Source: an optimization exercise on an open RTL-to-GDS flow (aim: small area, a short achievable clock period and few clock cycles per item). Production flows keep margins and buffers that such runs may drop. In this exercise RTL edits were held to simulation tests only and were not proved equivalent to the original. No activity file was given, so power comes from the tool's default toggle rates.

`flow/config.mk`:
```
export PLATFORM = sky130hd
export DESIGN_NAME = mx_quant
export DESIGN_NICKNAME = mx_quant
export VERILOG_FILES = /design/flow/design.v
export SDC_FILE = /design/flow/constraint.sdc
export NUM_CORES = 4
export LEC_CHECK = 0
export ABC_AREA = 1
export CAP_MARGIN = 20
export CORE_MARGIN = 2
export CORE_UTILIZATION = 60
export CTS_CLUSTER_DIAMETER = 80
export CTS_CLUSTER_SIZE = 30
export SLEW_MARGIN = 20
```
`flow/design.v`:
```
module mx_quant (
    input  wire        clk,
    input  wire        rst,
    input  wire        in_valid,
    output wire        in_ready,
    input  wire [31:0] in_data,
    input  wire [15:0] in_rand,
    input  wire [3:0]  in_fmt,
    input  wire [1:0]  in_rmode,
    output wire        out_valid,
    input  wire        out_ready,
    output wire [7:0]  out_elem,
    output wire [7:0]  out_scale,
    output wire        out_last
);
    localparam [2:0] F_E4M3 = 3'd0;
    localparam [2:0] F_E5M2 = 3'd1;
    localparam [2:0] F_E3M2 = 3'd2;
    localparam [2:0] F_E2M3 = 3'd3;
    localparam [2:0] F_E2M1 = 3'd4;
    localparam [2:0] F_INT8 = 3'd5;
    localparam [1:0] RM_RTZ  = 2'd1;
    localparam [1:0] RM_STOC = 2'd2;
    localparam integer NS = 33;      
    localparam integer W = 47;
    reg  [W*NS-1:0] ring;
    wire [W-1:0] st31 = ring[W*31 +: W];
    wire [W-1:0] st32 = ring[W*32 +: W];
    function [7:0] dec_e;
        input [W-1:0] v;
        dec_e = (v[29:22] == 8'hFF) ? 8'h00 : v[29:22];
    endfunction
    function [22:0] dec_f;
        input [W-1:0] v;
        dec_f = {v[21:0], (v[29:22] == 8'hFF) || ((v[29:22] != 8'h00) && v[31])};
    endfunction
    reg  [5:0] head_n;    
    reg  [5:0] fill_n;    
    reg  [5:0] hpos;      
    reg  [5:0] tpos;      
    reg        rdy;       
    reg        wfree;     
    wire       empty;
    wire       fill_full = (fill_n == 6'd32);
    wire       xfer      = fill_full && (head_n == 6'd0);
    wire       blk_ok    = (head_n != 6'd0) || fill_full;
    wire [5:0] fill_eff  = xfer ? 6'd0 : fill_n;
    wire [5:0] head_eff  = xfer ? 6'd32 : head_n;
    reg        r32_v, out_v, q1_v;
    wire       out_fire = out_v && out_ready;
    wire [1:0] fl       = {1'b0, r32_v} + {1'b0, out_v} + {1'b0, q1_v};
    wire       credit   = (fl < 2'd2) || ((fl == 2'd2) && out_fire);
    wire       issue    = credit && !empty && (hpos == 6'd31) && blk_ok;
    assign in_ready = rdy;
    wire       ins      = in_valid && rdy;
    reg  [5:0] cnt;       
    wire [5:0] cnt_inc = cnt + 6'd1;
    wire [5:0] cnt_dec = cnt - 6'd1;
    wire c0  = (cnt == 6'd0);
    assign empty = c0;
    wire c1  = (cnt == 6'd1);
    wire c32 = (cnt == 6'd32);
    wire c33 = (cnt == 6'd33);
    wire tp_wrap = (tpos == 6'd32);
    wire n_tp0   = ins || tp_wrap;
    wire n_empty = ins ? 1'b0 : (issue ? c1 : c0);
    wire n_full  = (ins && !issue) ? c32 : (ins || !issue) ? c33 : 1'b0;
    wire n_f32   = ins ? (fill_eff == 6'd31) : (fill_full && !xfer);
    wire n_h0    = xfer ? 1'b0 : issue ? (head_n == 6'd1) : (head_n == 6'd0);
    wire n_free  = (n_empty || n_tp0) && !n_full;
    wire n_rdy   = n_free && (!n_f32 || n_h0);
    reg [3:0]  fill_fmt_raw;     
    reg [1:0]  fill_rm;
    wire       in_ezero = (in_data[30:23] == 8'h00);
    wire       in_stoch = ((fill_eff == 6'd0) ? in_rmode : fill_rm) == RM_STOC;
    wire [W-1:0] in_enc = {in_rand[15:1], in_stoch ? in_rand[0] : in_data[0], in_data[31],
                           in_data[30:23] | {8{in_ezero & in_data[0]}}, in_data[22:1]};
    always @(posedge clk) begin
        ring <= {ring[W*(NS-1)-1:0], wfree ? in_enc : st32};
    end
    always @(posedge clk) begin
        if (rst) begin
            head_n <= 6'd0;
            fill_n <= 6'd0;
            cnt    <= 6'd0;
            rdy    <= 1'b1;
            wfree  <= 1'b1;
        end else begin
            head_n <= issue ? head_eff - 6'd1 : head_eff;
            fill_n <= ins ? fill_eff + 6'd1 : fill_eff;
            rdy    <= n_rdy;
            wfree  <= n_free;
            case ({ins, issue})
                2'b10:   cnt <= cnt_inc;
                2'b01:   cnt <= cnt_dec;
                default: cnt <= cnt;
            endcase
        end
        tpos <= (ins || tp_wrap) ? 6'd0 : tpos + 6'd1;
        if (empty)
            hpos <= 6'd0;
        else if (issue)
            hpos <= 6'd31;
        else
            hpos <= (hpos == 6'd32) ? 6'd0 : hpos + 6'd1;
    end
    reg [7:0]  acc_max;
    reg        acc_nz;      
    reg        acc_spec;
    function [2:0] fmt_code;
        input [3:0] f;
        case (f)
            4'h5:    fmt_code = F_E5M2;
            4'h6:    fmt_code = F_E3M2;
            4'h7:    fmt_code = F_E2M3;
            4'h8:    fmt_code = F_E2M1;
            4'hC:    fmt_code = F_INT8;
            default: fmt_code = F_E4M3;
        endcase
    endfunction
    always @(posedge clk) begin
        if (wfree && (fill_eff == 6'd0)) begin
            fill_fmt_raw <= in_fmt;
            fill_rm      <= in_rmode;
        end
    end
    wire [2:0]  fill_fmt = fmt_code(fill_fmt_raw);
    wire [7:0]  in_e  = in_data[30:23];
    wire        in_nz = (in_data[22:0] != 23'd0);
    always @(posedge clk) begin
        if (ins) begin
            if (fill_eff == 6'd0) begin
                acc_max  <= in_e;
                acc_nz   <= in_nz;
                acc_spec <= (in_e == 8'hFF);
            end else begin
                acc_max  <= (in_e > acc_max) ? in_e : acc_max;
                acc_nz   <= acc_nz | in_nz;
                acc_spec <= acc_spec | (in_e == 8'hFF);
            end
        end
    end
    function [4:0] f_emax;
        input [2:0] c;
        case (c)
            F_E5M2:  f_emax = 5'd15;
            F_E3M2:  f_emax = 5'd4;
            F_E2M3:  f_emax = 5'd2;
            F_E2M1:  f_emax = 5'd2;
            F_INT8:  f_emax = 5'd0;
            default: f_emax = 5'd8;
        endcase
    endfunction
    function signed [9:0] f_emin;
        input [2:0] c;
        case (c)
            F_E5M2:  f_emin = -10'sd14;
            F_E3M2:  f_emin = -10'sd2;
            F_E2M3:  f_emin = 10'sd0;
            F_E2M1:  f_emin = 10'sd0;
            F_INT8:  f_emin = 10'sd0;
            default: f_emin = -10'sd6;
        endcase
    endfunction
    function [2:0] f_mbits;
        input [2:0] c;
        case (c)
            F_E5M2:  f_mbits = 3'd2;
            F_E3M2:  f_mbits = 3'd2;
            F_E2M3:  f_mbits = 3'd3;
            F_E2M1:  f_mbits = 3'd1;
            F_INT8:  f_mbits = 3'd6;
            default: f_mbits = 3'd3;
        endcase
    endfunction
    function [6:0] f_maxcode;
        input [2:0] c;
        case (c)
            F_E5M2:  f_maxcode = 7'h7B;
            F_E3M2:  f_maxcode = 7'h1F;
            F_E2M3:  f_maxcode = 7'h1F;
            F_E2M1:  f_maxcode = 7'h07;
            F_INT8:  f_maxcode = 7'h7F;
            default: f_maxcode = 7'h7E;
        endcase
    endfunction
    wire        [4:0] c_emax = f_emax(fill_fmt);
    wire signed [9:0] c_emin = f_emin(fill_fmt);
    wire        nz_zero = (acc_max == 8'd0) && !acc_nz;
    wire signed [9:0] nz_se  = $signed({2'b00, acc_max}) - $signed({5'd0, c_emax});
    wire              nz_low = nz_se < 10'sd0;
    wire        [7:0] nz_scale = nz_low ? 8'h00 : nz_se[7:0];
    wire signed [9:0] nz_kb  = $signed({2'b00, nz_scale}) + c_emin;     
    reg        [7:0] h_scale;    
    reg signed [9:0] h_kb;       
    reg        [2:0] h_fmt;
    reg        [1:0] h_rm;
    reg              h_zero;     
    always @(posedge clk) begin
        if (xfer) begin
            h_scale <= acc_spec ? 8'hFF : nz_zero ? 8'h00 : nz_scale;
            h_kb    <= nz_kb;
            h_fmt   <= fill_fmt;
            h_rm    <= fill_rm;
            h_zero  <= acc_spec || nz_zero;
        end
    end
    wire signed [9:0] m_kb  = xfer ? nz_kb : h_kb;
    wire        [2:0] m_fmt = xfer ? fill_fmt : h_fmt;
    wire [7:0]  a_e = dec_e(st31);
    wire [22:0] a_f = dec_f(st31);
    wire        a_norm = (a_e != 8'd0);
    wire [23:0] a_m = {a_norm, a_f};
    reg  [4:0]  a_lz;      
    reg  [5:0]  a_tz;      
    integer k;
    always @(*) begin
        a_lz = 5'd31;
        for (k = 0; k < 23; k = k + 1)
            if (a_f[k])
                a_lz = 5'd22 - k[4:0];
        a_tz = 6'd63;
        for (k = 23; k >= 0; k = k - 1)
            if (a_m[k])
                a_tz = k[5:0];
    end
    wire [4:0]  a_r0 = 5'd23 - {2'd0, f_mbits(m_fmt)};
    wire signed [9:0]  a_eb = a_norm ? $signed({2'b00, a_e}) : -$signed({5'd0, a_lz});
    wire signed [10:0] a_t  = $signed({a_eb[9], a_eb}) - $signed({m_kb[9], m_kb});
    wire               a_tp = !a_t[10] && (a_t != 11'sd0);
    wire        [5:0]  a_L  = a_norm ? 6'd0 : {1'b0, a_lz} + 6'd1;
    wire signed [6:0]  a_F  = $signed({2'b00, a_r0}) - $signed({1'b0, a_L});
    wire signed [10:0] a_u  = $signed({{4{a_F[6]}}, a_F}) - a_t;
    wire        [5:0]  a_Dc = (a_u[10:6] != 5'd0) ? 6'd63 : a_u[5:0];
    wire        [5:0]  a_R  = a_tp ? a_F[5:0] : a_Dc;
    reg [5:0] x_R;         
    reg [4:0] x_ebias;     
    reg       x_sticky;    
    reg       x_last;
    always @(posedge clk) begin
        x_R      <= a_R;
        x_ebias  <= a_tp ? a_t[4:0] : 5'd0;
        x_sticky <= ({1'b0, a_tz} + 7'd2) <= {1'b0, a_R};
        x_last   <= (head_n == 6'd1);
        if (rst)
            r32_v <= 1'b0;
        else
            r32_v <= issue;
    end
    wire        b_s    = st32[30];
    wire [7:0]  b_e    = dec_e(st32);
    wire [22:0] b_f    = dec_f(st32);
    wire [15:0] b_r    = st32[46:31];
    wire [23:0] b_m    = {b_e != 8'd0, b_f};
    wire [2:0]  b_mb   = f_mbits(h_fmt);
    wire [39:0] b_w    = {b_m, 16'd0} >> x_R;
    wire [7:0]  b_n    = b_w[23:16];
    wire [15:0] b_d    = b_w[15:0];
    wire        b_rbit = b_w[15];
    reg b_ru;
    always @(*) begin
        case (h_rm)
            RM_RTZ:  b_ru = 1'b0;
            RM_STOC: b_ru = (b_d > b_r);
            default: b_ru = b_rbit & (x_sticky | b_n[0]);
        endcase
    end
    wire [7:0] b_pre   = ({3'd0, x_ebias} << b_mb) + b_n;
    wire        c_inv  = b_s && (h_fmt == F_INT8);
    wire [7:0]  c_code = ({1'b0, b_pre[6:0]} ^ {8{c_inv}}) + {7'd0, b_ru ^ c_inv};
    wire [6:0]  c_max  = f_maxcode(h_fmt);
    wire [6:0]  c_fp   = (c_code > {1'b0, c_max}) ? c_max : c_code[6:0];
    wire [7:0]  c_int  = (c_code[7] && !b_s) ? 8'd127 : c_code;
    reg [7:0] c_elem;
    always @(*) begin
        if (h_zero)
            c_elem = 8'h00;
        else begin
            case (h_fmt)
                F_INT8:         c_elem = c_int;
                F_E3M2, F_E2M3: c_elem = {2'b00, b_s, c_fp[4:0]};
                F_E2M1:         c_elem = {4'b0000, b_s, c_fp[2:0]};
                default:        c_elem = {b_s, c_fp[6:0]};
            endcase
        end
    end
    wire [16:0] c_ent = {x_last, h_scale, c_elem};
    reg [16:0] o_ent, q1_ent;
    always @(posedge clk) begin
        if (rst) begin
            out_v <= 1'b0;
            q1_v  <= 1'b0;
        end else begin
            if (!out_v || out_fire)
                out_v <= q1_v || r32_v;
            if (q1_v)
                q1_v <= !out_fire || r32_v;
            else
                q1_v <= out_v && !out_fire && r32_v;
        end
        if (!out_v || out_fire)
            o_ent <= q1_v ? q1_ent : c_ent;
        if (q1_v ? out_fire : (out_v && !out_fire))
            q1_ent <= c_ent;
    end
    assign out_valid = out_v;
    assign out_elem  = o_ent[7:0];
    assign out_scale = o_ent[15:8];
    assign out_last  = o_ent[16];
endmodule
```
`flow/standard.sh`:
```
#!/bin/bash
# synth_recipe.tcl (not shown) runs the flow's synth.tcl, then flattens the netlist and writes it again
# the make line also repeats each setting of config.mk as NAME=value (left out here)
make -C /OpenROAD-flow-scripts/flow DESIGN_CONFIG=/design/flow/config.mk WORK_HOME=/design/flow/orfs CLKGATE_MAP_FILE= SYNTH_SCRIPT=/design/flow/synth_recipe.tcl "${@:-finish}"
```
`flow/constraint.sdc`:
```
create_clock -name core_clock -period 28.0 [get_ports {clk}]
set_input_delay 5.6000 -clock core_clock [delete_from_list [all_inputs] [get_ports {clk}]]
set_output_delay 5.6000 -clock core_clock [all_outputs]
set_load 0.01 [all_outputs]
```
`flow/flow/run.sh`:
```
#!/bin/bash
# The standard layout (the standard.sh, unchanged synthesis), with two
# changes in how ORFS is asked to lay it out:
# - every input and output port gets a buf_2 as its port buffer.
set -euo pipefail
export SETUP_SLACK_MARGIN=21.2
export BUFFER_PORTS_ARGS="-buffer_cell sky130_fd_sc_hd__buf_2"
bash standard.sh > standard.log 2>&1
```
==> flow_summary.json, run 1 <==
{
  "status": "no timing/DRC/antenna violations",
  "grt_pass1_vias": 20589,
  "layout-drive-gt1-share_pct": 10.9,
  "wl_per_cell_um": 16.0,
  "cp-start-kind": "flip-flop",
  "place.gp.congestion": 0.848,
  "grt_pass1_wl_um": 109000,
  "ys_seq_area_share_pct": 80.8,
  "cts.clk_slew.worst_paths_ns": 0.11,
  "netlist_area_sq_um": 42200,
  "timing.final.hold_violations": 0,
  "synth_top_area_share_pct": 76.5,
  "synth_cells": 3195,
  "cts_root_buffer": "clkbuf_16",
  "max-cap-violations": 0,
  "clockBufferDepth": 3,
  "vias_per_cell": 4.83,
  "grt.busiest_layer": "met2",
  "cts_sinks": 1673,
  "antenna_found_initial": 1,
  "cp.arrival_ns": 1.21,
  "synth.area.top_cells": "dfxtp_1 (77%), edfxtp_1 (4.3%), nand2_1 (3.3%)",
  "synth_seq_cells": 1673,
  "met2_usage_pct": 29.4,
  "grt_max_degree": 95,
  "wl_um": 68600,
  "hpwl_um": 44900,
  "grt_overflow": 0,
  "grtUsageMet3_pct": 3.57,
  "slew_headroom_pct": 25.4,
  "fin_crit_ns": 6.81,
  "synth_largest_area_cell": "dfxtp_1",
  "port_buffers": 76,
  "syn_to_final_growth_pct": 10.6,
  "synthTopCellsByCount": "dfxtp_1 (1,612), nand2_1 (373), inv_1 (274)",
  "met1_usage_pct": 27.0,
  "crit_fanout": 1,
  "setup_violations": 0,
  "synthAdderAreaFrac_pct": 3.21,
  "synth_xor_area_share_pct": 0.955,
  "synthFlopType": "dfxtp_1",
  "die_height_um": 269,
  "dp_cells": 4173,
  "multiInputGateArea_sq_um": 7460,
  "worstPathRequired_ns": 22.40,
  "die_area_sq_um": 72400,
  "drc": 0,
  "hp-class": "flip-flop to flip-flop",
  "start_util_pct": 60.4,
  "cts-htree-levels": 3,
  "async_flop_share_pct": 0,
  "synth-compound-area-share_pct": 4.63,
  "grt_use_total_pct": 18.8,
  "nFillCells": 4923,
  "yosys-mux-area-fraction_pct": 0.644,
  "drt-initial-drc-count": 1204,
  "syn_nets": 3357,
  "cts_buffers": 71,
  "critPathSlowestCell": "edfxtp_1",
  "fin_skew_ns": 0.0264,
  "cts_tree": "yes",
  "timing.final.max_slew_violations": 0,
  "cpPeakStageDelay_ns": 0.40,
  "rsz0062_at_grt": "yes",
  "synth_edf_count": 61,
  "finalNonFillerCells": 4300,
  "crit_family": "flip-flops",
  "worst-path-buf-inv": 1,
  "rows": 97,
  "yosys_warnings": 1,
  "ios": 77,
  "irDropWorstVdd_v": 0.0000699,
  "clk-insertion-delay-late_ns": 0.64,
  "ant_nets": 0,
  "synth_area_per_cell_sq_um": 13.2,
  "synth_top_family_by_area": "simple AND/OR/NAND/NOR gates",
  "core_area_sq_um": 69800,
  "synth_cell_types": 62,
  "fp.dieW_um": 269,
  "p_per_area_nw_per_um2": 92.1,
  "worst_pin_slew_ns": 1.12,
  "drt_pass1_iterations": 5,
  "path_class": "flip-flop to output pin",
  "max_freq_mhz": 147,
  "setup_tns_ns": 0,
  "num_vias": 20751,
  "fin_nets": 3501,
  "p_leak_uw": 0.0203,
  "fin_crit_sh_pct": 24.3,
  "synth_most_common_cell": "dfxtp_1",
  "path_cells": "buf_2",
  "synthSimpleGateAreaFrac_pct": 6.86,
  "regArea_sq_um": 34100,
  "worstSetupEndpointType": "output pin"
}
==> area by class of cell <==
type | count | area share (%)
repair inverters | 3 | 0.0322
multi-input cells | 1204 | 16.0
repair buffers | 108 | 1.42
flip-flops and latches | 1673 | 73.1
diodes | 1 | 0.00536
well taps | 940 | 2.52
inverters | 278 | 2.28
clock inverters | 17 | 0.662
clock buffers | 76 | 3.94
==> where the power goes <==
part | switching [uW] | leakage, uW | internal (uW)
Clock | 703 | 0.00104 | 497
Combinational | 205 | 0.00506 | 122
Sequential | 93.4 | 0.0142 | 2680
Total | 1000 | 0.0203 | 3300
==> per-stage QoR <==
stage	hold slack, ns	setup slack, ns	total power [uW]	utilization [%]	instance area [sq um]
floorplan	0.310	21.05	2990	-	42300
global placement	0.310	20.71	3100	62.6	43700
detailed placement	0.312	20.59	3120	62.6	43700
CTS	0.304	21.15	4310	65.8	45900
global route	0.299	20.95	4490	66.9	46700
finish	0.307	21.19	4300	66.9	46700
==> flip-flops by register name, indices dropped and copies added (netlist names), 5 cells and up <==
signal,flops
cnt,6
h_kb,10
x_R,6
head_n,6
tpos,6
x_ebias,5
ring,1551
o_ent,17
acc_max,8
h_scale,8
q1_ent,17
fill_n,6
hpos,6
==> what timing repair did <==
item,in CTS,in global routing
hold buffers,0,0
buffers inserted,1,29
setup endpoints to repair,18,35
pin swaps,0,55
resized for setup,17,148
gates cloned,0,3
==> kinds of logic after synthesis <==
kind of cell	count (synthesis)
adder cells (fa/ha/maj)	104
other	1
AND/OR/NAND/NOR	681
XOR/XNOR	46
multiplexers	27
AO/OA/AOI/OAI	345
buffers and inverters	318
flip-flops	1673
==> metal layers <==
layer  vias to the layer above  share of wire (%)
li1                      10413                  -
met1                      9854                 48
met2                       364                 45
met3                       120                4.5
met4                         0                2.2
met5                         -                  0
==> path summary, 6_finish.rpt <==
path / start / to / slack [ns] / cells after the start
max reg2reg: ring[1481] / x_sticky / 21.46 / 55
max: o_ent[11] / out_scale[3] / 21.19 / 1
min reg2reg: ring[1189] / ring[1236] / 0.31 / 0
min: ring[1189] / ring[1236] / 0.31 / 0
==> cell usage in the layout (no fill, tap or decap), types with 20 or more instances in the layout <==
cell type and count:
nand3_1 61, dfxtp_1 1598, nor3_1 20, nand2_2 20, ha_1 82, mux2i_1 26
xor2_1 27, buf_2 73, buf_4 29, a21oi_1 72, clkbuf_16 73, nor2_1 136
edfxtp_1 61, o21ai_0 142, inv_1 253, nand2_1 357
Testbench counts, summed over its fixed seeds: cycles 12,560, items 384.
==> inputs of run 2 (changes only) <==
==> flow/flow/run.sh (replaced) <==
#!/bin/bash
# The standard layout (the standard.sh, unchanged synthesis), with two
# changes in how ORFS is asked to lay it out:
# - every input and output port gets a buf_2 as its port buffer.
set -euo pipefail
export SETUP_SLACK_MARGIN=21.4
export BUFFER_PORTS_ARGS="-buffer_cell sky130_fd_sc_hd__buf_2"
bash standard.sh > standard.log 2>&1
==> run 2 against run 1 <==
  * Still clean
  * Global-route usage decreased by 0.34 points
  * Non-clock buffer count increased by 8
  * Combinational power increased by 3%
  * Largest cell class unchanged
==> flow_summary.json, run 2 <==
{
  "worst_pin_slew_ns": 1.17,
  "max-cap-violations": 0,
  "rsz0062_at_grt": "yes",
  "slew_headroom_pct": 21.9,
  "die_area_sq_um": 72400,
  "max_freq_mhz": 145,
  "p_total_uw": 4280,
  "top_register": "ring",
  "fp.dieW_um": 269,
  "synth_cells": 3195,
  "cts_sinks": 1673,
  "worstPathRequired_ns": 22.40,
  "synthFlopType": "dfxtp_1",
  "rows": 97,
  "fin_crit_ns": 6.88,
  "irDropWorstVdd_v": 0.0000675,
  "synth_most_common_cell": "dfxtp_1",
  "nFillCells": 5013,
  "start_util_pct": 60.4,
  "worstSetupEndpointType": "output pin",
  "path_cells": "buf_2",
  "netSwitchingFraction_pct": 23.2,
  "whs_ns": 0.307,
  "die_height_um": 269,
  "fin_skew_ns": 0.0328,
  "cts_buffers": 70,
  "clk-insertion-delay-late_ns": 0.65,
  "cts_tree": "yes",
  "largest_reg_flops": 1551,
  "antenna_found_initial": 2,
  "yosys_warnings": 1,
  "ys_seq_area_share_pct": 80.8,
  "synthTopCellsByCount": "dfxtp_1 (1,612), nand2_1 (373), inv_1 (274)",
  "most-common-layout-cells": "dfxtp_1 (1,597), nand2_1 (360), inv_1 (252), nor2_1 (143), o21ai_0 (136)",
  "critPathSlowestCell": "edfxtp_1",
  "crit_family": "flip-flops",
  "p_sw_uw": 995,
  "netlist_area_sq_um": 42200,
  "p_clk_share_pct": 27.5,
  "syn_to_final_growth_pct": 10.7,
  "diodes": 0,
  "setup_tns_ns": 0,
  "p_per_area_nw_per_um2": 91.7,
  "p_comb_share_pct": 7.9,
  "grt_use_total_pct": 18.5,
  "drt-initial-drc-count": 1277,
  "layout-drive-gt1-share_pct": 11.0,
  "synth_largest_area_cell": "dfxtp_1",
  "core_area_sq_um": 69800,
  "port_buffers": 76,
  "hp-class": "flip-flop to flip-flop",
  "fin_nets": 3507,
  "syn_nets": 3357,
  "cts_root_buffer": "clkbuf_16",
  "power_frac_seq_pct": 64.7,
  "synth_cell_types": 62,
  "synth_top_area_share_pct": 76.5,
  "crit_fanout": 1,
  "timing.final.max_slew_violations": 0,
  "vias_per_cell": 4.77,
  "setup_violations": 0,
  "p_leak_uw": 0.0203,
  "place.gp.congestion": 0.878,
  "multiInputGateArea_sq_um": 7500,
  "grt_overflow": 0,
  "ios": 77,
  "cts-htree-levels": 3,
  "worst-path-buf-inv": 1,
  "fin_crit_sh_pct": 24.6,
  "async_flop_share_pct": 0,
  "cp-start-kind": "flip-flop",
  "synth_seq_cells": 1673,
  "p_int_uw": 3290,
  "wl_per_cell_um": 15.7,
  "grt_max_degree": 68,
  "cpPeakStageDelay_ns": 0.46,
  "drc": 0,
  "timing.final.hold_violations": 0,
  "num_vias": 20520,
  "synth_edf_count": 61,
  "cts.clk_slew.worst_paths_ns": 0.11,
  "ant_nets": 0,
  "ctsHoldBuffers": 0,
  "regArea_sq_um": 34100,
  "hpwl_um": 44300,
  "status": "no timing/DRC/antenna violations",
  "wl_um": 67600,
  "synth_area_per_cell_sq_um": 13.2,
  "drt_pass1_iterations": 5,
  "largestRegisters": "ring (1551), o_ent (17), q1_ent (17)",
  "grt_pass1_wl_um": 107000,
  "clockBufferDepth": 3,
  "grt_pass1_vias": 20041,
  "cp.arrival_ns": 1.28,
  "final_common_cell": "dfxtp_1",
  "path_class": "flip-flop to output pin",
  "synth.area.top_cells": "dfxtp_1 (77%), edfxtp_1 (4.3%), nand2_1 (3.3%)"
}
run 2: changes by cell type in the layout (fill, tap and decap cells not counted), sizes merged:
cell and delta:
buf +7, inv +3, clkinv -2, clkinvlp -2, clkbuf +1, diode -1
run 2: cell type report:
cell class / count / share of cell area [%]
repair inverters: 2 / 0.0214
clock inverters: 17 / 0.600
multi-input cells: 1204 / 16.1
clock buffers: 76 / 3.80
well taps: 940 / 2.52
flip-flops and latches: 1673 / 73.1
repair buffers: 116 / 1.63
inverters: 278 / 2.27
run 2: power by group through the flow:
stage,combinational (uW),clock [uW],sequential [uW]
2_1_floorplan,215,0,2780
3_3_place_gp,291,0,2810
6_report,336,1180,2770
3_5_place_dp,295,0,2820
5_1_grt,381,1290,2800
4_1_cts,300,1210,2770
run 2: timing repair:
action,4_1_cts,5_1_grt
gates resized for setup,22,152
buffers inserted,5,30
pin swaps,1,62
setup endpoints to repair,36,49
gates cloned,0,3
run 2: path summary, 6_finish.rpt:
| path | cells past startpoint | endpoint | slack, ns | start |
|---|---|---|---|---|
| worst max-delay path | 1 | out_scale[5] | 21.12 | o_ent[13] |
| worst min-delay path | 0 | ring[1008] | 0.31 | ring[961] |
| worst max register to register | 43 | x_sticky | 21.44 | fill_fmt_raw[3] |
| worst min register to register | 0 | ring[1008] | 0.31 | ring[961] |
run 2: stage by stage:
stage               util (%)  cell area (sq um)  instances  setup slack (ns)
CTS                     65.8              45900       4273             21.09
floorplan                  -              42300       3195             21.05
global route            66.9              46700       4306             20.98
detailed placement      62.6              43700       4175             20.63
finish                  66.9              46700       4306             21.12
global placement        62.6              43700       4175             20.71
run 2: cell families after synthesis:
kind of cell,Yosys count,share of synthesized area [%]
other,1,0.00889
and+or+nand+nor,681,6.86
muxes,27,0.644
buffers and inverters,318,2.85
xor gates and xnor gates,46,0.955
DFF,1673,80.8
adders and majority gates,104,3.21
AOI/OAI and AO/OA,345,4.63
run 2: metal layers:
metal	share of wire (%)	vias to the layer above	track usage, %
met2	44	350	28.5
li1	-	10421	-
met1	49	9648	27.3
met3	4.4	101	2.59
met5	0	-	0
met4	2.2	0	5.50
==> inputs of run 3 (changes only) <==
--- a/flow/design.v
+++ b/flow/design.v
@@ -185,28 +185,25 @@
         endcase
     endfunction
     wire        [4:0] c_emax = f_emax(fill_fmt);
-    wire signed [9:0] c_emin = f_emin(fill_fmt);
     wire        nz_zero = (acc_max == 8'd0) && !acc_nz;
     wire signed [9:0] nz_se  = $signed({2'b00, acc_max}) - $signed({5'd0, c_emax});
     wire              nz_low = nz_se < 10'sd0;
     wire        [7:0] nz_scale = nz_low ? 8'h00 : nz_se[7:0];
-    wire signed [9:0] nz_kb  = $signed({2'b00, nz_scale}) + c_emin;     
     reg        [7:0] h_scale;    
-    reg signed [9:0] h_kb;       
     reg        [2:0] h_fmt;
     reg        [1:0] h_rm;
     reg              h_zero;     
     always @(posedge clk) begin
         if (xfer) begin
             h_scale <= acc_spec ? 8'hFF : nz_zero ? 8'h00 : nz_scale;
-            h_kb    <= nz_kb;
             h_fmt   <= fill_fmt;
             h_rm    <= fill_rm;
             h_zero  <= acc_spec || nz_zero;
         end
     end
-    wire signed [9:0] m_kb  = xfer ? nz_kb : h_kb;
     wire        [2:0] m_fmt = xfer ? fill_fmt : h_fmt;
+    wire        [7:0] m_sc  = xfer ? nz_scale : h_scale;
+    wire signed [9:0] m_kb  = $signed({2'b00, m_sc}) + f_emin(m_fmt);      
     wire [7:0]  a_e = dec_e(st31);
     wire [22:0] a_f = dec_f(st31);
     wire        a_norm = (a_e != 8'd0);
==> run 3 against run 2 <==
  * Flip-flop and latch count is 10 lower
  * Critical path depth stayed put
  * Total power is 1.8% lower
  * Clock power hardly changed
  * Register-to-register slack worse by 0.06 ns
  * Final cell count is 1.3% lower
  * Routed wire length is 7.1% higher
  * Synthesized cell count is 2.0% lower
  * Critical endpoint is now out_elem[2]
  * Largest cell class unchanged
==> flow_summary.json, run 3 <==
{
  "max-cap-violations": 0,
  "place.gp.congestion": 0.856,
  "worst-path-buf-inv": 1,
  "p_leak_uw": 0.0200,
  "cts_sinks": 1663,
  "core_area_sq_um": 68800,
  "most-common-layout-cells": "dfxtp_1 (1,591), nand2_1 (327), inv_1 (237), o21ai_0 (133), nor2_1 (127)",
  "status": "no timing/DRC/antenna violations",
  "synth_area_per_cell_sq_um": 13.4,
  "cp-start-kind": "flip-flop",
  "r2r_cells": 45,
  "clk-insertion-delay-late_ns": 0.68,
  "worstPathRequired_ns": 22.40,
  "synth_seq_cells": 1663,
  "grt_max_degree": 49,
  "vias_per_cell": 4.81,
  "dp_slack_ns": 20.56,
  "largestRegisters": "ring (1551), o_ent (17), q1_ent (17)",
  "hp-class": "flip-flop to flip-flop",
  "synthSimpleGateAreaFrac_pct": 6.56,
  "p_clk_share_pct": 28.7,
  "cts-htree-levels": 3,
  "finalNonFillerCells": 4250,
  "netSwitchingFraction_pct": 22.9,
  "wl_um": 72400,
  "grt_pass1_wl_um": 110000,
  "hpwl_um": 46200,
  "path_class": "flip-flop to output pin",
  "synth.area.top_cells": "dfxtp_1 (77%), edfxtp_1 (4.4%), nand2_1 (3.0%)",
  "synth_top_area_share_pct": 76.7,
  "multiInputGateArea_sq_um": 7340,
  "nFillCells": 4794,
  "clockBufferDepth": 3,
  "fin_skew_ns": 0.0422,
  "die_height_um": 268,
  "p_int_uw": 3240,
  "syn_to_final_growth_pct": 11.2,
  "dp_cells": 4104,
  "irDropWorstVdd_v": 0.0000781,
  "timing.final.max_slew_violations": 0,
  "diodes": 0,
  "grt_overflow": 0,
  "crit_end": "out_elem[2]",
  "worst_pin_slew_ns": 1.13,
  "fin_crit_sh_pct": 24.3,
  "wl_per_cell_um": 17.0,
  "ant_nets": 0,
  "num_vias": 20452,
  "power_frac_seq_pct": 65.5,
  "fp.dieW_um": 268,
  "synth_top_family_by_area": "simple AND/OR/NAND/NOR gates",
  "setup_tns_ns": 0,
  "antenna_found_initial": 5,
  "synth_most_common_cell": "dfxtp_1",
  "cts.clk_slew.worst_paths_ns": 0.11,
  "reg2reg_slack_ns": 21.38,
  "cts_tree": "yes",
  "crit_family": "flip-flops",
  "ys_seq_area_share_pct": 81.1,
  "synthTopCellsByCount": "dfxtp_1 (1,602), nand2_1 (336), inv_1 (253)",
  "cp.depth": 1,
  "synth-compound-area-share_pct": 4.70,
  "max_freq_mhz": 147,
  "cpPeakStageDelay_ns": 0.40,
  "p_comb_share_pct": 5.8,
  "ios": 77,
  "drt-initial-drc-count": 1262,
  "drc": 0,
  "timing.final.hold_violations": 0,
  "cp.arrival_ns": 1.21,
  "grt_use_total_pct": 20.0,
  "drt_pass1_iterations": 5,
  "worstSetupEndpointType": "output pin",
  "post-route-util_pct": 67.6,
  "setup_violations": 0,
  "regArea_sq_um": 33900,
  "cts_buffers": 70,
  "die_area_sq_um": 71800,
  "critPathLaunch": "o_ent[2]",
  "largest_reg_flops": 1551,
  "synth_edf_count": 61,
  "synth_cell_types": 61,
  "p_sw_uw": 964,
  "setup_ws_ns": 21.19,
  "top_register": "ring",
  "r2r-end": "x_sticky",
  "synth_xor_area_share_pct": 1.03,
  "rows": 96,
  "p_per_area_nw_per_um2": 90.4,
  "synthAdderAreaFrac_pct": 3.27,
  "port_buffers": 76,
  "synth_cells": 3131,
  "netlist_area_sq_um": 41800,
  "synth_largest_area_cell": "dfxtp_1",
  "synthFlopType": "dfxtp_1",
  "grt_pass1_vias": 19961,
  "fin_nets": 3463,
  "async_flop_share_pct": 0,
  "start_util_pct": 60.8,
  "syn_nets": 3294,
  "cts_root_buffer": "clkbuf_16",
  "fin_crit_ns": 6.81,
  "final_common_cell": "dfxtp_1",
  "slew_headroom_pct": 23.7,
  "path_cells": "buf_2",
  "yosys-mux-area-fraction_pct": 0.625,
  "rsz0062_at_grt": "yes",
  "layout-drive-gt1-share_pct": 11.6,
  "yosys_warnings": 1,
  "r2r-start": "fill_fmt_raw[2]",
  "critPathSlowestCell": "edfxtp_1",
  "crit_fanout": 1
}
run 3: cell types whose count changed after synthesis, moves of 6 or more:
cell / before / now
nand2_1: 373 / 336
inv_1: 274 / 253
nand3_1: 62 / 46
o21ai_0: 166 / 179
nor2_1: 153 / 141
nand4_1: 18 / 29
dfxtp_1: 1612 / 1602
clkbuf_1: 35 / 29
inv_2: 1 / 7
o21ai_1: 2 / 8
run 3: logic make-up (layout without fill, tap and decap cells):
kind of cell / Yosys count / after routing
adder cells (fa/ha/maj): 105 / 105
other: 1 / 1
AO/OA/AOI/OAI: 353 / 353
XOR/XNOR: 49 / 49
multiplexers: 26 / 26
flip-flops: 1663 / 1663
buffers and inverters: 304 / 492
AND/OR/NAND/NOR: 630 / 630
run 3: cell type report:
type / instances / share of cell area (%)
Sequential cell: 1663 / 72.9
Multi-Input combinational cell: 1164 / 15.8
Clock buffer: 74 / 3.82
Tap cell: 931 / 2.50
Inverter: 265 / 2.18
Timing Repair Buffer: 135 / 1.93
Clock inverter: 17 / 0.826
Timing Repair inverter: 1 / 0.0161
run 3: timing repair:
item                                    in CTS  in global routing
hold buffers                                 0                  0
endpoints found under the setup margin      40                 70
gates cloned                                 1                  2
endpoints found under the hold margin        0                  0
resized for setup                           34                142
pin swaps                                    8                 66
setup buffers                                9                 43
run 3: per-layer routing:
layer	vias up	global-route usage, %	routed length, um
met2	377	30.7	32100
met3	138	3.87	3310
li1	10280	-	-
met1	9651	28.6	34800
met4	6	6.85	2220
met5	-	0	33
run 3: power groups by stage:
stage	clock, uW	combinational, uW	sequential, uW
after CTS	1240	215	2760
final	1210	244	2750
after detailed placement	0	207	2800
after floorplan	0	145	2760
after global routing	1310	273	2780
after global placement	0	205	2790
run 3: through the flow:
stage	instance area (sq um)	hold slack, ns	total power (uW)
2_1_floorplan	41900	0.310	2900
3_3_place_gp	43400	0.310	3000
3_5_place_dp	43400	0.312	3010
4_1_cts	45700	0.304	4210
5_1_grt	46500	0.309	4370
6_report	46500	0.300	4200
run 3: worst min-delay path by stage:
stage               startpoint    endpoint  slack, ns  cells past startpoint
floorplan            ring[953]  ring[1000]       0.31                      0
global placement    ring[1211]  ring[1258]       0.31                      0
detailed placement  ring[1051]  ring[1098]       0.31                      0
CTS                  ring[743]   ring[790]       0.30                      0
global route         ring[743]   ring[790]       0.31                      0
finish                 ring[2]    ring[49]       0.30                      0
Testbench counts of run 3, summed over its fixed seeds: cycles 12,560, items 384.
==> inputs of run 4 (changes only) <==
--- a/flow/design.v
+++ b/flow/design.v
@@ -36,11 +36,13 @@
     endfunction
     reg  [5:0] head_n;    
     reg  [5:0] fill_n;    
-    reg  [5:0] hpos;      
     reg  [5:0] tpos;      
     reg        rdy;       
     reg        wfree;     
     wire       empty;
+    wire [5:0] cnt     = head_n + fill_n;
+    wire [6:0] hsum    = {1'b0, tpos} + {1'b0, cnt};
+    wire       head31  = (hsum == 7'd32) || (hsum == 7'd65);
     wire       fill_full = (fill_n == 6'd32);
     wire       xfer      = fill_full && (head_n == 6'd0);
     wire       blk_ok    = (head_n != 6'd0) || fill_full;
@@ -50,12 +52,9 @@
     wire       out_fire = out_v && out_ready;
     wire [1:0] fl       = {1'b0, r32_v} + {1'b0, out_v} + {1'b0, q1_v};
     wire       credit   = (fl < 2'd2) || ((fl == 2'd2) && out_fire);
-    wire       issue    = credit && !empty && (hpos == 6'd31) && blk_ok;
+    wire       issue    = credit && !empty && head31 && blk_ok;
     assign in_ready = rdy;
     wire       ins      = in_valid && rdy;
-    reg  [5:0] cnt;       
-    wire [5:0] cnt_inc = cnt + 6'd1;
-    wire [5:0] cnt_dec = cnt - 6'd1;
     wire c0  = (cnt == 6'd0);
     assign empty = c0;
     wire c1  = (cnt == 6'd1);
@@ -82,7 +81,6 @@
         if (rst) begin
             head_n <= 6'd0;
             fill_n <= 6'd0;
-            cnt    <= 6'd0;
             rdy    <= 1'b1;
             wfree  <= 1'b1;
         end else begin
@@ -90,19 +88,8 @@
             fill_n <= ins ? fill_eff + 6'd1 : fill_eff;
             rdy    <= n_rdy;
             wfree  <= n_free;
-            case ({ins, issue})
-                2'b10:   cnt <= cnt_inc;
-                2'b01:   cnt <= cnt_dec;
-                default: cnt <= cnt;
-            endcase
         end
         tpos <= (ins || tp_wrap) ? 6'd0 : tpos + 6'd1;
-        if (empty)
-            hpos <= 6'd0;
-        else if (issue)
-            hpos <= 6'd31;
-        else
-            hpos <= (hpos == 6'd32) ? 6'd0 : hpos + 6'd1;
     end
     reg [7:0]  acc_max;
     reg        acc_nz;      
==> run 4 against run 3 <==
  * Still clean
  * Clock-buffer cell count down 1
  * Register-to-register slack worse by 0.20 ns
  * Fmax down 0.12%
  * Routed wire length up 1.5%
  * Core utilization down 0.34 points
  * Sequential share of layout area up 0.11 points
  * Largest power group unchanged
==> flow_summary.json, run 4 <==
{
  "synthSimpleGateAreaFrac_pct": 6.49,
  "max-cap-violations": 0,
  "max_freq_mhz": 147,
  "slew_headroom_pct": 26.5,
  "drt_pass1_iterations": 6,
  "drc": 0,
  "clockBufferDepth": 3,
  "cpMostUsedCell": "inv_2",
  "async_flop_share_pct": 0,
  "timing.final.max_slew_violations": 0,
  "syn_to_final_growth_pct": 10.8,
  "synth_xor_area_share_pct": 1.14,
  "largest_reg_flops": 1551,
  "synth_cells": 3113,
  "grt_max_degree": 82,
  "cpPeakStageDelay_ns": 0.46,
  "grt_overflow": 0,
  "cts-htree-levels": 3,
  "largestRegisters": "ring (1551), o_ent (17), q1_ent (17)",
  "status": "no timing/DRC/antenna violations",
  "ios": 77,
  "drt-initial-drc-count": 1267,
  "critPathSlowestCell": "fa_2",
  "die_area_sq_um": 71500,
  "synth_largest_area_cell": "dfxtp_1",
  "netlist_area_sq_um": 41600,
  "ctsHoldBuffers": 0,
  "cts_tree": "yes",
  "fin_area_sq_um": 46100,
  "wl_per_cell_um": 17.4,
  "cts_root_buffer": "clkbuf_16",
  "synthTopCellsByCount": "dfxtp_1 (1,590), nand2_1 (355), inv_1 (253)",
  "num_vias": 20432,
  "path_class": "flip-flop to flip-flop",
  "setup_tns_ns": 0,
  "crit_fanout": 5,
  "grt_pass1_wl_um": 113000,
  "synth-compound-area-share_pct": 4.63,
  "fin_crit_ns": 6.82,
  "hp-class": "flip-flop to flip-flop",
  "synth_cell_types": 62,
  "worstSetupEndpointType": "flip-flop",
  "vias_per_cell": 4.83,
  "start_util_pct": 60.7,
  "synth_area_per_cell_sq_um": 13.4,
  "final_common_cell": "dfxtp_1",
  "grt_use_total_pct": 20.6,
  "ant_nets": 0,
  "die_height_um": 267,
  "place_area_sq_um": 43100,
  "timing.final.hold_violations": 0,
  "p_per_area_nw_per_um2": 90.8,
  "wl_um": 73500,
  "synthFlopType": "dfxtp_1",
  "most-common-layout-cells": "dfxtp_1 (1,573), nand2_1 (343), inv_1 (233), nor2_1 (126), o21ai_0 (124)",
  "hpwl_um": 46900,
  "irDropWorstVdd_v": 0.0000721,
  "yosys_warnings": 1,
  "synthAdderAreaFrac_pct": 3.47,
  "cp.arrival_ns": 7.39,
  "core_area_sq_um": 68600,
  "p_leak_uw": 0.0201,
  "setup_violations": 0,
  "fp.dieW_um": 267,
  "antenna_found_initial": 2,
  "yosys-mux-area-fraction_pct": 0.652,
  "syn_nets": 3281,
  "grt_pass1_vias": 20751,
  "synth_top_area_share_pct": 76.5,
  "fin_nets": 3445,
  "cts_sinks": 1651,
  "cp-start-kind": "flip-flop",
  "fin_crit_sh_pct": 24.4,
  "rsz0062_at_grt": "yes",
  "ys_seq_area_share_pct": 80.9,
  "cts_buffers": 68,
  "layout-drive-gt1-share_pct": 11.8,
  "top_register": "ring",
  "synth_most_common_cell": "dfxtp_1",
  "worstPathRequired_ns": 28.57,
  "rows": 96,
  "worst_pin_slew_ns": 1.10,
  "synth_top_family_by_area": "simple AND/OR/NAND/NOR gates",
  "synth_seq_cells": 1651,
  "synth.area.top_cells": "dfxtp_1 (76%), edfxtp_1 (4.4%), nand2_1 (3.2%)",
  "place.gp.congestion": 0.905,
  "reg2reg_slack_ns": 21.18,
  "port_buffers": 76,
  "clk-insertion-delay-late_ns": 0.64,
  "synth_edf_count": 61,
  "cts.clk_slew.worst_paths_ns": 0.11,
  "fin_skew_ns": 0.0461
}
-- run 4: critical path, delay by kind of cell, from the launching register on --
family / cells / cell delay (ns)
AO/OA/AOI/OAI: 8 / 1.23
XOR/XNOR: 2 / 0.36
adder cells (fa/ha/maj): 7 / 2.05
buffers and inverters: 10 / 0.85
flip-flops: 1 / 0.45
AND/OR/NAND/NOR: 16 / 1.78
-- run 4: worst paths after layout --
kind	startpoint	end	cells after the start
setup reg to reg	fill_fmt_raw[3]	x_sticky	43
setup / recovery	fill_fmt_raw[3]	x_sticky	43
hold reg to reg	ring[195]	ring[242]	0
hold / removal	ring[195]	ring[242]	0
-- run 4: final cells by class --
cell class	count	area, sq um
clock inverter	13	214
timing repair buffer	130	898
clock buffer	73	1720
sequential	1651	33700
antenna	3	7.51
multi-input combinational	1163	7400
tap	931	1160
fill	4694	22500
inverter	263	1010
-- run 4: per-stage QoR --
stage          setup WS [ns]  power [uW]  util, %  hold WS [ns]  cells
6_report               21.18        4190     67.2         0.315   4227
5_1_grt                20.82        4350     67.2         0.317   4224
4_1_cts                21.19        4190     66.2         0.321   4194
3_5_place_dp           20.53        3040     62.9         0.312   4087
3_3_place_gp           20.67        3030     62.9         0.310   4087
2_1_floorplan          21.04        2930        -         0.310   3113
-- run 4: logic make-up after synthesis --
family          after synthesis
xor+xnor                     54
buf+inv                     299
mux                          27
compound gates              336
simple gates                635
other cells                   1
fa+ha+maj                   110
flops                      1651
-- run 4: report_power, final --
group          switching (uW)  total (uW)  leakage, uW  internal, uW
clock                     682        1140     0.000937           459
combinational             164         267      0.00512           103
sequential                104        2780       0.0140          2680
total                     949        4190       0.0201          3240
-- run 4: per-layer routing --
| layer | vias to the layer above | part of all wire [%] | GRT usage, % | wire length, um |
|---|---|---|---|---|
| met2 | 408 | 47 | 34.0 | 34500 |
| met4 | 2 | 2.9 | 6.65 | 2150 |
| met1 | 9679 | 46 | 27.8 | 33500 |
| li1 | 10217 | - | - | - |
| met3 | 126 | 4.5 | 3.62 | 3280 |
| met5 | - | 0.018 | 0 | 13 |
-- run 4: repair_timing --
action	in CTS	in global routing
setup buffers	21	28
gates cloned	0	2
gates resized for setup	46	149
pin swaps	26	87
endpoints found under the setup margin	49	69
Testbench counts of run 4, summed over its fixed seeds: cycles 12,560, items 384.
==> inputs of run 5 (changes only) <==
--- a/flow/design.v
+++ b/flow/design.v
@@ -268,8 +268,9 @@
             endcase
         end
     end
-    wire [16:0] c_ent = {x_last, h_scale, c_elem};
-    reg [16:0] o_ent, q1_ent;
+    wire [8:0]  c_ent = {x_last, c_elem};
+    reg [8:0]  o_ent, q1_ent;
+    reg [7:0]  o_scale;
     always @(posedge clk) begin
         if (rst) begin
             out_v <= 1'b0;
@@ -284,11 +285,13 @@
         end
         if (!out_v || out_fire)
             o_ent <= q1_v ? q1_ent : c_ent;
+        if ((!out_v || out_fire) && !(q1_v && !o_ent[8]))
+            o_scale <= h_scale;
         if (q1_v ? out_fire : (out_v && !out_fire))
             q1_ent <= c_ent;
     end
     assign out_valid = out_v;
     assign out_elem  = o_ent[7:0];
-    assign out_scale = o_ent[15:8];
-    assign out_last  = o_ent[16];
+    assign out_scale = o_scale;
+    assign out_last  = o_ent[8];
 endmodule
==> run 5 against run 4 <==
  * Still clean
  * Register-to-register slack gained 0.03 ns
  * Fmax shrank 0.68%
  * Area after synthesis shrank 0.99%
  * Critical path depth shrank 42
  * First-iteration DRC count shrank 17%
  * Sequential share of layout area grew 0.89 points
  * Clock power is essentially flat
  * Setup slack lost 0.046 ns
  * Total power shrank 2.2%
  * Critical endpoint is now out_scale[0]
  * Highest routed layer unchanged
==> flow_summary.json, run 5 <==
{
  "status": "no timing/DRC/antenna violations",
  "layout-drive-gt1-share_pct": 9.18,
  "p_per_area_nw_per_um2": 90.6,
  "path_class": "flip-flop to output pin",
  "critPathSlowestCell": "edfxtp_1",
  "synth_area_per_cell_sq_um": 13.4,
  "top_register": "ring",
  "clockBufferDepth": 3,
  "port_buffers": 76,
  "p_sw_uw": 904,
  "path_cells": "buf_2",
  "syn_nets": 3251,
  "fin_skew_ns": 0.0304,
  "max_freq_mhz": 146,
  "crit_fanout": 1,
  "setup_tns_ns": 0,
  "synth_top_family_by_area": "simple AND/OR/NAND/NOR gates",
  "grt_pass1_wl_um": 103000,
  "worst_pin_slew_ns": 1.07,
  "synthFlopType": "dfxtp_1",
  "most-common-layout-cells": "dfxtp_1 (1,580), nand2_1 (350), inv_1 (225), nor2_1 (139), o21ai_0 (135)",
  "grt_use_total_pct": 18.6,
  "place.gp.congestion": 0.855,
  "synth.area.top_cells": "dfxtp_1 (77%), edfxtp_1 (3.9%), nand2_1 (3.3%)",
  "rows": 96,
  "drt_pass1_iterations": 5,
  "largestRegisters": "ring (1551), o_ent (9), q1_ent (9)",
  "cts_tree": "yes",
  "synth_seq_cells": 1643,
  "antenna_found_initial": 3,
  "cts_root_buffer": "clkbuf_16",
  "worst-path-buf-inv": 1,
  "finalNonFillerCells": 4117,
  "whs_ns": 0.301,
  "wl_um": 65600,
  "power_frac_seq_pct": 66.5,
  "wl_per_cell_um": 15.9,
  "synth_most_common_cell": "dfxtp_1",
  "ctsHoldBuffers": 0,
  "yosys_warnings": 1,
  "fp.dieW_um": 266,
  "p_leak_uw": 0.0198,
  "grt_overflow": 0,
  "cts-htree-levels": 3,
  "hp-class": "flip-flop to flip-flop",
  "timing.final.max_slew_violations": 0,
  "timing.final.hold_violations": 0,
  "cp-start-kind": "flip-flop",
  "cp.arrival_ns": 1.27,
  "synth_edf_count": 53,
  "p_clk_share_pct": 28.2,
  "fin_nets": 3384,
  "crit_family": "flip-flops",
  "cpPeakStageDelay_ns": 0.45,
  "slew_headroom_pct": 28.8,
  "ant_nets": 0,
  "irDropWorstVdd_v": 0.0000651,
  "largest_reg_flops": 1551,
  "ios": 77,
  "die_height_um": 266,
  "grt_pass1_vias": 19479,
  "p_comb_share_pct": 5.3,
  "async_flop_share_pct": 0,
  "synth_xor_area_share_pct": 1.17,
  "worstPathRequired_ns": 22.40,
  "core_area_sq_um": 68300,
  "start_util_pct": 60.3,
  "synth_cell_types": 59,
  "drt-initial-drc-count": 1053,
  "syn_to_final_growth_pct": 9.75,
  "diodes": 0,
  "synthSimpleGateAreaFrac_pct": 6.49,
  "num_vias": 19662,
  "ys_seq_area_share_pct": 81.1,
  "post-route-util_pct": 66.2,
  "fin_crit_sh_pct": 24.5,
  "worstSetupEndpointType": "output pin",
  "netSwitchingFraction_pct": 22.1,
  "cts_sinks": 1643,
  "cts_buffers": 68,
  "synthAdderAreaFrac_pct": 3.50,
  "yosys-mux-area-fraction_pct": 0.541,
  "hpwl_um": 43200,
  "synth_top_area_share_pct": 77.3,
  "synthTopCellsByCount": "dfxtp_1 (1,590), nand2_1 (357), inv_1 (237)",
  "synth_largest_area_cell": "dfxtp_1",
  "die_area_sq_um": 70800,
  "synth-compound-area-share_pct": 4.60,
  "setup_violations": 0,
  "nFillCells": 4870,
  "clk-insertion-delay-late_ns": 0.64,
  "final_common_cell": "dfxtp_1",
  "cts.clk_slew.worst_paths_ns": 0.11,
  "grt_max_degree": 94,
  "max-cap-violations": 0,
  "fin_crit_ns": 6.87,
  "drc": 0,
  "rsz0062_at_grt": "yes",
  "synth_cells": 3083,
  "dp_cells": 4008,
  "vias_per_cell": 4.78,
  "p_int_uw": 3190,
  "netlist_area_sq_um": 41200
}
-- run 5: cells by family (layout without fill, tap and decap cells) --
kind of cell / Yosys count / in the layout
AND/OR/NAND/NOR: 635 / 635
multiplexers: 22 / 22
flip-flops: 1643 / 1643
AO/OA/AOI/OAI: 337 / 337
adder cells (fa/ha/maj): 110 / 110
XOR/XNOR: 54 / 54
other: 1 / 1
buffers and inverters: 281 / 433
-- run 5: through the flow --
stage                     area [sq um]  worst slack (ns)  total power, uW
after floorplan                  41300             21.05             2870
after global placement           42600             20.73             2960
after global routing             45200             20.79             4270
final                            45200             21.13             4100
after detailed placement         42600             20.71             2970
after CTS                        44800             21.09             4120
-- run 5: final timing paths --
check             cells after the start       startpoint           end  slack, ns
setup reg to reg                     45  fill_fmt_raw[3]      x_sticky      21.21
hold reg to reg                       0        ring[143]     ring[190]       0.30
setup / recovery                      1       o_scale[0]  out_scale[0]      21.13
hold / removal                        0        ring[143]     ring[190]       0.30
-- run 5: power groups by stage --
stage          Combinational [uW]  Clock [uW]  Sequential [uW]
3_5_place_dp                  193           0             2770
6_report                      216        1160             2720
4_1_cts                       198        1190             2730
3_3_place_gp                  189           0             2770
2_1_floorplan                 141           0             2730
5_1_grt                       244        1270             2750
-- run 5: final cells by class --
type                       count  area (sq um)  area share [%]
sequential                  1643         33400            74.0
multi-input combinational   1159          7100            15.7
clock buffer                  74          1750            3.86
tap                          882          1100            2.44
inverter                     245           932            2.06
timing repair buffer          97           599            1.33
clock inverter                15           292           0.645
timing repair inverter         2          10.0          0.0221
-- run 5: what timing repair did --
action                     CTS  global route
cloned                       0             3
resized for setup           21            85
pin swaps                    1            40
setup endpoints to repair   32            50
setup buffers                1            16
-- run 5: routing by layer --
metal | up-vias | global-route usage (%) | wire, um
met1 | 9184 | 26.7 | 32800
met3 | 104 | 3.21 | 2650
met5 | - | 0 | 27
li1 | 10057 | - | -
met4 | 4 | 5.95 | 1580
met2 | 313 | 28.8 | 28500
Testbench counts of run 5, summed over its fixed seeds: cycles 12,560, items 384.
==> inputs of run 6 (changes only) <==
--- a/flow/design.v
+++ b/flow/design.v
@@ -68,7 +68,7 @@
     wire n_h0    = xfer ? 1'b0 : issue ? (head_n == 6'd1) : (head_n == 6'd0);
     wire n_free  = (n_empty || n_tp0) && !n_full;
     wire n_rdy   = n_free && (!n_f32 || n_h0);
-    reg [3:0]  fill_fmt_raw;     
+    reg [2:0]  fill_fmt;         
     reg [1:0]  fill_rm;
     wire       in_ezero = (in_data[30:23] == 8'h00);
     wire       in_stoch = ((fill_eff == 6'd0) ? in_rmode : fill_rm) == RM_STOC;
@@ -107,11 +107,10 @@
     endfunction
     always @(posedge clk) begin
         if (wfree && (fill_eff == 6'd0)) begin
-            fill_fmt_raw <= in_fmt;
+            fill_fmt     <= fmt_code(in_fmt);
             fill_rm      <= in_rmode;
         end
     end
-    wire [2:0]  fill_fmt = fmt_code(fill_fmt_raw);
     wire [7:0]  in_e  = in_data[30:23];
     wire        in_nz = (in_data[22:0] != 23'd0);
     always @(posedge clk) begin
@@ -219,12 +218,12 @@
     wire        [5:0]  a_R  = a_tp ? a_F[5:0] : a_Dc;
     reg [5:0] x_R;         
     reg [4:0] x_ebias;     
-    reg       x_sticky;    
+    reg [5:0] x_tz;        
     reg       x_last;
     always @(posedge clk) begin
         x_R      <= a_R;
         x_ebias  <= a_tp ? a_t[4:0] : 5'd0;
-        x_sticky <= ({1'b0, a_tz} + 7'd2) <= {1'b0, a_R};
+        x_tz     <= a_tz;
         x_last   <= (head_n == 6'd1);
         if (rst)
             r32_v <= 1'b0;
@@ -241,12 +240,13 @@
     wire [7:0]  b_n    = b_w[23:16];
     wire [15:0] b_d    = b_w[15:0];
     wire        b_rbit = b_w[15];
+    wire        b_sticky = ({1'b0, x_tz} + 7'd2) <= {1'b0, x_R};
     reg b_ru;
     always @(*) begin
         case (h_rm)
             RM_RTZ:  b_ru = 1'b0;
             RM_STOC: b_ru = (b_d > b_r);
-            default: b_ru = b_rbit & (x_sticky | b_n[0]);
+            default: b_ru = b_rbit & (b_sticky | b_n[0]);
         endcase
     end
     wire [7:0] b_pre   = ({3'd0, x_ebias} << b_mb) + b_n;
--- a/flow/config.mk
+++ b/flow/config.mk
@@ -9,6 +9,6 @@
 export CAP_MARGIN = 20
 export CORE_MARGIN = 2
 export CORE_UTILIZATION = 60
-export CTS_CLUSTER_DIAMETER = 80
-export CTS_CLUSTER_SIZE = 30
+export CTS_CLUSTER_DIAMETER = 50
+export CTS_CLUSTER_SIZE = 24
 export SLEW_MARGIN = 20
==> run 6 against run 5 <==
  * Critical path type unchanged
  * Largest power group unchanged
  * Setup slack better by 0.0016 ns
  * Via count increased by 3.1%
  * Final area increased by 3.2%
  * Combinational power up 31%
  * Register-to-register slack improved by 0.71 ns
  * Highest routed layer is now met4
  * Critical path depth stayed put
==> flow_summary.json, run 6 <==
{
  "path_class": "flip-flop to output pin",
  "slew_headroom_pct": 33.0,
  "cts_root_buffer": "clkbuf_16",
  "vias_per_cell": 4.82,
  "r2r-start": "x_R[4]",
  "max-cap-violations": 0,
  "status": "no timing/DRC/antenna violations",
  "layout-drive-gt1-share_pct": 10.4,
  "critPathLaunch": "o_ent[3]",
  "synth_top_area_share_pct": 77.3,
  "die_area_sq_um": 70900,
  "dp_slack_ns": 20.64,
  "grt_pass1_vias": 20788,
  "fp.dieW_um": 266,
  "fin_nets": 3417,
  "grt_pass1_wl_um": 114000,
  "largestRegisters": "ring (1551), o_ent (9), q1_ent (9)",
  "ys_seq_area_share_pct": 81.1,
  "nFillCells": 4552,
  "largest_reg_flops": 1551,
  "synth_seq_cells": 1647,
  "worst_pin_slew_ns": 1.01,
  "worst-path-buf-inv": 1,
  "p_total_uw": 4690,
  "critPathSlowestCell": "edfxtp_1",
  "ant_nets": 0,
  "path_cells": "buf_2",
  "timing.final.hold_violations": 0,
  "crit_family": "flip-flops",
  "rows": 96,
  "whs_ns": 0.293,
  "drc": 0,
  "async_flop_share_pct": 0,
  "fin_crit_sh_pct": 24.5,
  "cts.clk_slew.worst_paths_ns": 0.08,
  "antenna_found_initial": 2,
  "worstPathRequired_ns": 22.40,
  "yosys_warnings": 1,
  "cts_tree": "yes",
  "die_height_um": 266,
  "start_util_pct": 60.4,
  "p_leak_uw": 0.0204,
  "syn_to_final_growth_pct": 13.1,
  "core_area_sq_um": 68300,
  "syn_nets": 3253,
  "cts_sinks": 1647,
  "cp.arrival_ns": 1.26,
  "synth_largest_area_cell": "dfxtp_1",
  "cts_buffers": 101,
  "synthFlopType": "dfxtp_1",
  "fin_crit_ns": 6.86,
  "timing.final.max_slew_violations": 0,
  "setup_violations": 0,
  "port_buffers": 76,
  "grt_use_total_pct": 20.8,
  "irDropWorstVdd_v": 0.0000753,
  "clockBufferDepth": 3,
  "rsz0062_at_grt": "yes",
  "grt_overflow": 0,
  "min_from": "ring[15]",
  "clk-insertion-delay-late_ns": 0.69,
  "drt_pass1_iterations": 5,
  "synth.area.top_cells": "dfxtp_1 (77%), edfxtp_1 (3.8%), nand2_1 (3.1%)",
  "crit_fanout": 1,
  "synth_cell_types": 56,
  "cpPeakStageDelay_ns": 0.42,
  "hp-class": "flip-flop to flip-flop",
  "setup_ws_ns": 21.14,
  "wl_um": 72600,
  "wl_per_cell_um": 17.3,
  "netlist_area_sq_um": 41300,
  "synth_cells": 3085,
  "synth_edf_count": 52,
  "max_freq_mhz": 146,
  "final_common_cell": "dfxtp_1",
  "worstSetupEndpointType": "output pin",
  "p_per_area_nw_per_um2": 100,
  "ios": 77,
  "cp-start-kind": "flip-flop",
  "hpwl_um": 45700,
  "place.gp.congestion": 0.880,
  "most-common-layout-cells": "dfxtp_1 (1,588), nand2_1 (335), inv_1 (237), o21ai_0 (146), nor2_1 (138)",
  "setup_tns_ns": 0,
  "top_register": "ring",
  "ctsHoldBuffers": 0,
  "synth_area_per_cell_sq_um": 13.4,
  "fin_skew_ns": 0.0531,
  "cts-htree-levels": 3,
  "synthTopCellsByCount": "dfxtp_1 (1,595), nand2_1 (339), inv_1 (242)",
  "drt-initial-drc-count": 962,
  "synth_most_common_cell": "dfxtp_1",
  "grt_max_degree": 87,
  "num_vias": 20281
}
-- run 6: cell count changes in the layout (fill, tap and decap cells not counted), moves of 7 or more --
cell	before	now
clkbuf_16	70	102
clkbuf_8	0	8
clkinv_2	0	8
clkinvlp_4	2	10
dfxtp_1	1580	1588
inv_1	225	237
nand2_1	350	335
nand3_1	40	47
o21ai_0	135	146
-- run 6: kinds of logic (layout without fill, tap and decap cells) --
family	after synthesis	after routing	share of synthesized area [%]
flip-flops	1647	1647	81.1
multiplexers	18	18	0.436
buffers and inverters	284	518	2.59
adder cells (fa/ha/maj)	110	110	3.50
AND/OR/NAND/NOR	627	627	6.56
AO/OA/AOI/OAI	337	337	4.49
XOR/XNOR	61	61	1.29
other	1	4	0.00908
-- run 6: report_power, final --
group          switching (uW)  leakage, uW  total [uW]  internal (uW)
Clock                     827      0.00174        1620            795
Sequential                113       0.0140        2780           2670
Combinational             183      0.00474         282           99.3
-- run 6: stage by stage --
stage / utilization, % / cells / instance area (sq um)
final: 68.3 / 4204 / 46700
after global routing: 68.3 / 4201 / 46700
after CTS: 67.9 / 4188 / 46400
after detailed placement: 62.5 / 4013 / 42700
after global placement: 62.5 / 4013 / 42700
after floorplan: - / 3085 / 41300
-- run 6: layer usage --
layer | up-vias | part of all wire, % | GRT usage, %
li1 | 10167 | - | -
met5 | - | 0 | 0
met1 | 9623 | 46 | 28.0
met3 | 149 | 3.7 | 2.90
met4 | 0 | 3.4 | 8.12
met2 | 342 | 47 | 34.2
-- run 6: path summary, 6_finish.rpt --
check | slack (ns) | cells past startpoint | to
worst max-delay path | 21.14 | 1 | out_elem[3]
worst min-delay path | 0.29 | 0 | ring[62]
worst max register to register | 21.92 | 28 | o_ent[1]
worst min register to register | 0.29 | 0 | ring[62]
-- run 6: final cells by class --
| type | instances | area, sq um | area share [%] |
|---|---|---|---|
| Clock inverter | 62 | 936 | 2.01 |
| Timing Repair Buffer | 92 | 527 | 1.13 |
| Antenna cell | 3 | 7.51 | 0.0161 |
| Clock buffer | 111 | 2670 | 5.71 |
| Tap cell | 882 | 1100 | 2.36 |
| Inverter | 252 | 957 | 2.05 |
| Multi-Input combinational cell | 1154 | 6960 | 14.9 |
| Timing Repair inverter | 1 | 7.51 | 0.0161 |
| Sequential cell | 1647 | 33500 | 71.8 |
-- run 6: timing repair --
item	4_1_cts	5_1_grt
cloned	1	0
pin swaps	1	8
setup endpoints to repair	45	48
gates resized for setup	9	47
setup buffers	1	13
Testbench counts of run 6, summed over its fixed seeds: cycles 12,560, items 384.
==> inputs of run 7 (changes only) <==
--- a/flow/config.mk
+++ b/flow/config.mk
@@ -9,6 +9,7 @@
 export CAP_MARGIN = 20
 export CORE_MARGIN = 2
 export CORE_UTILIZATION = 60
-export CTS_CLUSTER_DIAMETER = 50
-export CTS_CLUSTER_SIZE = 24
+export CTS_CLUSTER_DIAMETER = 80
+export CTS_CLUSTER_SIZE = 30
+export PLACE_DENSITY = 0.95
 export SLEW_MARGIN = 20
==> run 7 against run 6 <==
  * Register-to-register slack got worse by 0.28 ns
  * Via count grew 2.7%
  * Largest power group unchanged
  * Sequential share of layout area grew 2.4 points
  * Critical path type unchanged
  * Still clean
  * Total power decreased by 9.4%
  * First-iteration DRC count increased by 95%
==> flow_summary.json, run 7 <==
{
  "status": "no timing/DRC/antenna violations",
  "wl_um": 76700,
  "path_cells": "buf_2",
  "worstPathRequired_ns": 22.40,
  "cp-start-kind": "flip-flop",
  "critPathSlowestCell": "edfxtp_1",
  "rsz0062_at_grt": "yes",
  "synth.area.top_cells": "dfxtp_1 (77%), edfxtp_1 (3.8%), nand2_1 (3.1%)",
  "netSwitchingFraction_pct": 23.6,
  "ys_seq_area_share_pct": 81.1,
  "cts_buffers": 67,
  "most-common-layout-cells": "dfxtp_1 (1,580), nand2_1 (333), inv_1 (234), o21ai_0 (139), nor2_1 (137)",
  "vias_per_cell": 5.05,
  "drt_pass1_iterations": 7,
  "cts_tree": "yes",
  "slew_headroom_pct": 38.0,
  "fp.dieW_um": 266,
  "max-cap-violations": 0,
  "ctsHoldBuffers": 0,
  "place.gp.congestion": 0.892,
  "syn_to_final_growth_pct": 9.39,
  "p_per_area_nw_per_um2": 94.1,
  "core_area_sq_um": 68300,
  "post-route-util_pct": 66.1,
  "p_sw_uw": 1000,
  "cts_root_buffer": "clkbuf_16",
  "grt_pass1_wl_um": 116000,
  "wl_per_cell_um": 18.6,
  "fin_crit_sh_pct": 24.4,
  "hpwl_um": 48500,
  "synth_area_per_cell_sq_um": 13.4,
  "synthFlopType": "dfxtp_1",
  "cpPeakStageDelay_ns": 0.42,
  "ios": 77,
  "cts_sinks": 1647,
  "synth_cell_types": 56,
  "clockBufferDepth": 3,
  "num_vias": 20830,
  "cp.arrival_ns": 1.23,
  "rows": 96,
  "timing.final.hold_violations": 0,
  "path_class": "flip-flop to output pin",
  "p_comb_share_pct": 7.2,
  "top_register": "ring",
  "clk-insertion-delay-late_ns": 0.66,
  "cts.clk_slew.worst_paths_ns": 0.11,
  "synth_seq_cells": 1647,
  "p_leak_uw": 0.0197,
  "grt_pass1_vias": 21288,
  "drc": 0,
  "crit_fanout": 1,
  "layout-drive-gt1-share_pct": 8.85,
  "final_common_cell": "dfxtp_1",
  "setup_tns_ns": 0,
  "drt-initial-drc-count": 1875,
  "start_util_pct": 60.4,
  "die_area_sq_um": 70900,
  "largest_reg_flops": 1551,
  "synth_edf_count": 52,
  "irDropWorstVdd_v": 0.0000672,
  "antenna_found_initial": 0,
  "p_int_uw": 3240,
  "die_height_um": 266,
  "worstSetupEndpointType": "output pin",
  "crit_family": "flip-flops",
  "grt_use_total_pct": 21.3,
  "netlist_area_sq_um": 41300,
  "ant_nets": 0,
  "grt_overflow": 0,
  "async_flop_share_pct": 0,
  "cts-htree-levels": 3
}
==> run 7: worst register-to-register path, delay by kind of cell (launching register included) <==
family / cells / cell delay (ns)
AO/OA/AOI/OAI: 12 / 2.12
XOR/XNOR: 2 / 0.34
adder cells (fa/ha/maj): 4 / 1.13
buffers and inverters: 2 / 0.20
flip-flops: 1 / 0.41
AND/OR/NAND/NOR: 13 / 2.02
==> run 7: path summary, 6_finish.rpt <==
path	cells past startpoint	start	end	slack (ns)
setup / recovery	1	o_ent[1]	out_elem[1]	21.17
hold / removal	0	ring[409]	ring[456]	0.30
setup reg to reg	33	ring[1531]	o_ent[2]	21.64
hold reg to reg	0	ring[409]	ring[456]	0.30
==> run 7: layer usage <==
| metal | part of all wire, % | track usage, % | vias up |
|---|---|---|---|
| li1 | - | - | 10047 |
| met3 | 5.1 | 3.58 | 204 |
| met4 | 4.4 | 9.66 | 0 |
| met2 | 48 | 35.4 | 739 |
| met5 | 0 | 0 | - |
| met1 | 43 | 27.6 | 9840 |
==> run 7: logic make-up (layout without fill, tap and decap cells) <==
| family | count (synthesis) | count (layout) | share of synthesized area (%) |
|---|---|---|---|
| AOI/OAI and AO/OA | 337 | 337 | 4.49 |
| xor gates and xnor gates | 61 | 61 | 1.29 |
| adders and majority gates | 110 | 110 | 3.50 |
| buffers and inverters | 284 | 443 | 2.59 |
| DFF | 1647 | 1647 | 81.1 |
| muxes | 18 | 18 | 0.436 |
| other | 1 | 2 | 0.00908 |
| and+or+nand+nor | 627 | 627 | 6.56 |
==> run 7: area by class of cell <==
| cell class | count | area (sq um) | area share, % |
|---|---|---|---|
| multi-input combinational | 1154 | 7030 | 15.6 |
| inverter | 252 | 958 | 2.12 |
| timing repair buffer | 100 | 581 | 1.29 |
| clock buffer | 79 | 1780 | 3.95 |
| sequential | 1647 | 33500 | 74.2 |
| clock inverter | 11 | 165 | 0.366 |
| antenna | 1 | 2.50 | 0.00554 |
| timing repair inverter | 1 | 7.51 | 0.0166 |
| tap | 882 | 1100 | 2.44 |
==> run 7: metrics by stage <==
step	std cells	hold WS, ns	setup WS (ns)	total power [uW]	area [sq um]
6_report	4127	0.300	21.17	4250	45200
5_1_grt	4126	0.304	21.13	4390	45200
2_1_floorplan	3085	0.310	21.05	2960	41300
4_1_cts	4110	0.307	21.15	4240	44800
3_3_place_gp	4014	0.310	20.75	3070	42700
3_5_place_dp	4014	0.312	20.68	3100	42700
==> run 7: power groups by stage <==
stage               Combinational (uW)  Sequential [uW]  Clock, uW
CTS                                281             2790       1170
finish                             308             2790       1150
detailed placement                 271             2830          0
floorplan                          192             2770          0
global placement                   257             2810          0
global route                       336             2820       1240
==> run 7: what timing repair did <==
action                                  in CTS  in global routing
endpoints found under the setup margin      40                 53
resized for setup                           12                 77
gates cloned                                 1                  0
buffers inserted                             5                 16
pin swaps                                    1                 18
